Source: an optimization exercise on an open RTL-to-GDS flow (aim: small area, a short achievable clock period and few clock cycles per item). Production flows keep margins and buffers that such runs may drop. In this exercise RTL edits were held to simulation tests only and were not proved equivalent to the original.

east:
Design slot_seal, start of the top module:
module slot_seal (
    input  wire         clk,
    input  wire         rst,          
    input  wire         start,
    input  wire [127:0] key,
    input  wire [511:0] slot,
    input  wire [31:0]  generation,
    input  wire [15:0]  index,
    output wire         ready,
    output reg          done,
    output wire [63:0]  tag,
    output wire [31:0]  crc,
    output wire         tag_ok,
    output reg          crc_ok
);
clock: 10.0 ns
lec_check: 0
cap_margin: 20
core_margin: 2
core_utilization: 40
place_density: 0.6
setup_slack_margin: 3
slew_margin: 20
synth_hierarchical: 1
synth_minimum_keep_size: 0
run.sh (not shown) runs the stock make flow with config.mk's settings and CLKGATE_MAP_FILE= SYNTH_SCRIPT=/design/flow/synth_recipe.tcl, a recipe that flattens the netlist after the stock synthesis.
In summary, east completed successfully, with a layout that passed the timing, DRC and antenna checks.
Testbench counts of east, summed over its fixed seeds: cycles 54,118, items 1,280.
> inputs changed (east -> middle)
==> flow/flow/run.sh (new file) <==
#!/bin/bash
# Layout: the standard flow (standard.sh), with every input and output
# port buffered by the smallest buffer, sky130_fd_sc_hd__buf_1, instead of
# the cell buffer_ports picks by default. Everything else is unchanged.
set -euo pipefail
export BUFFER_PORTS_ARGS="-buffer_cell sky130_fd_sc_hd__buf_1"
bash standard.sh > standard.log 2>&1
==> flow/standard.sh (new file) <==
#!/bin/bash
# synth_recipe.tcl (not shown) runs the flow's synth.tcl, then flattens the netlist and writes it again
# the make line also repeats each setting of config.mk as NAME=value (left out here)
make -C /OpenROAD-flow-scripts/flow DESIGN_CONFIG=/design/flow/config.mk WORK_HOME=/design/flow/orfs CLKGATE_MAP_FILE= SYNTH_SCRIPT=/design/flow/synth_recipe.tcl "${@:-finish}"
removed: flow/run.sh
==> comparison <==
Relative to east, final cell count decreased by 2.8% in middle.
Utilization after layout in middle is 6.2 points lower than in east
Of middle and east, the higher setup slack at placement belongs to middle.
middle does better than east on smallest hold slack.
Timing endpoint of the critical path = cst[5]$_SDFFE_PN1P_: middle; timing endpoint of the critical path = cst[3]$_SDFFE_PN1P_: east
Going from east to middle, met1 wire length decreased by 6.9% relative to the old numbers, finished layout cell area went down by about 11%, global-route wire length before repair has decreased.

========
Another version of the RTL of slot_seal (not shown whole).
For scale: about 610 flip-flops, ~790 I/O pins, ~66000 um^2 of cells after synthesis.
Settings: LEC_CHECK=0, CAP_MARGIN=20, CORE_MARGIN=2, CORE_UTILIZATION=60, PLACE_DENSITY=0.7, SETUP_SLACK_MARGIN=4, SLEW_MARGIN=20, SYNTH_HIERARCHICAL=1, SYNTH_MINIMUM_KEEP_SIZE=0; clock period 10.0 ns.
standard.sh (not shown) runs the stock make flow with config.mk's settings and CLKGATE_MAP_FILE= SYNTH_SCRIPT=/design/flow/synth_recipe.tcl, a recipe that flattens the netlist after the stock synthesis.
==> flow/flow/run.sh <==
#!/bin/bash
# Layout: the standard flow (standard.sh), with every input and output
# port buffered by the smallest buffer, sky130_fd_sc_hd__buf_1, instead of
# the cell buffer_ports picks by default. Everything else is unchanged.
set -euo pipefail
export BUFFER_PORTS_ARGS="-buffer_cell sky130_fd_sc_hd__buf_1"
bash standard.sh > standard.log 2>&1
The starting point finished with timing, DRC and antenna clean.
Testbench counts at the start, summed over its fixed seeds: cycles 54,444, items 1,280.
==> next run, changes <==
CORE_UTILIZATION = 50   (was 60)
PLACE_DENSITY = 0.6   (was 0.7)
SETUP_SLACK_MARGIN = 3.75   (was 4)
Wire length rose by a few percent.
Critical path depth rises by 7.
Worst setup slack degrades by 390 ps.
Final area falls by a few percent.
Maximum frequency went down by a few percent.
Global-route usage shrinks by 5.4 points.
Final cell count goes up by a few percent.
Synthesized cell count stays the same.
Die area rose by about a fifth.
Synthesized area does not change.
==> next run, changes <==
SETUP_SLACK_MARGIN = 4   (was 3.75)
The new run produced a clean layout. Register-to-register slack gains 340 ps. Clock-buffer cell count is unchanged. Maximum frequency came out higher by a few percent. Core utilization came out higher by 1.7 points.

========
Setup of alpha:
Another version of the RTL of slot_seal (not shown whole).
Size in the first run: roughly 7200 cells after synthesis, about 570 flip-flops, roughly 790 I/O pins, roughly 64000 µm² of cells after synthesis.
export LEC_CHECK = 0
export CAP_MARGIN = 20
export CORE_MARGIN = 2
export CORE_UTILIZATION = 50
export PLACE_DENSITY = 0.6
export SETUP_SLACK_MARGIN = 3.5
export SLEW_MARGIN = 20
export SYNTH_HIERARCHICAL = 1
export SYNTH_MINIMUM_KEEP_SIZE = 0
create_clock -name core_clock -period 10.0 [get_ports {clk}]
Scripts as last shown in full above: flow/flow/run.sh
Testbench counts of alpha, summed over its fixed seeds: cycles 54,118, items 1,280.
Changes in beta relative to alpha:
Settings: SETUP_SLACK_MARGIN now 3.25, was 3.5.
Findings:
beta ended with less worst hold margin than alpha.
alpha and beta ended up with nearly the same multi-input combinational area share.
Looking at alpha and beta, the worst setup skew after layout is a wash.
Relative to alpha, beta degrades worst-case setup margin in the final layout.
beta ran to completion and came out clean on the timing, DRC and antenna checks.
Against alpha, beta reports a via count that is lower.
From alpha to beta, number of flip-flops and latches did not move at all.
Of beta and alpha, it is beta that has the higher fill cell total of the finished layout.
On final cell count: beta sits below alpha.

-- what the ideal ports hide --
Ports are ideal in the flow. The routed layouts listed here were re-timed in OpenROAD.
Step 1 sets driving cells, clkbuf_16 on the clock port and buf_2 on the other inputs (assumed; they add their load-dependent delay and slew).
Step 2 moves the port delays by t, midway between the first and last clock arrival at a register: inputs arrive t later, outputs are due t later. That takes back most of the time a late clock gives input paths.
Slacks: ideal ports / drivers / drivers and shift; pairs: ideal ports / drivers.
| run | t, ns | slack for setup (ns) | worst register clock-pin slew, ns | cell pins on the clock port's net |
|---|---|---|---|---|
| east | 0.813 | 2.800 / 2.800 / 2.555 | 0.08 / 0.08 | 1 |
| middle | 0.837 | 2.934 / 2.934 / 2.845 | 0.07 / 0.07 | 1 |
| the first run of note 2 | 0.765 | 3.906 / 3.817 / 3.226 | 0.07 / 0.07 | 1 |
| the second run of note 2 | 0.788 | 3.516 / 3.578 / 2.790 | 0.07 / 0.07 | 1 |
| the third run of note 2 | 0.788 | 3.859 / 3.863 / 3.118 | 0.07 / 0.07 | 1 |
| alpha | 0.788 | 3.452 / 3.416 / 3.219 | 0.07 / 0.07 | 1 |
| beta | 0.791 | 3.107 / 3.090 / 3.090 | 0.07 / 0.07 | 1 |
After both steps setup and hold are still met in every run listed. For the third run of note 2, which loses most, drivers alone change the setup slack by +0.004 ns; drivers and shift together by -0.741 ns.
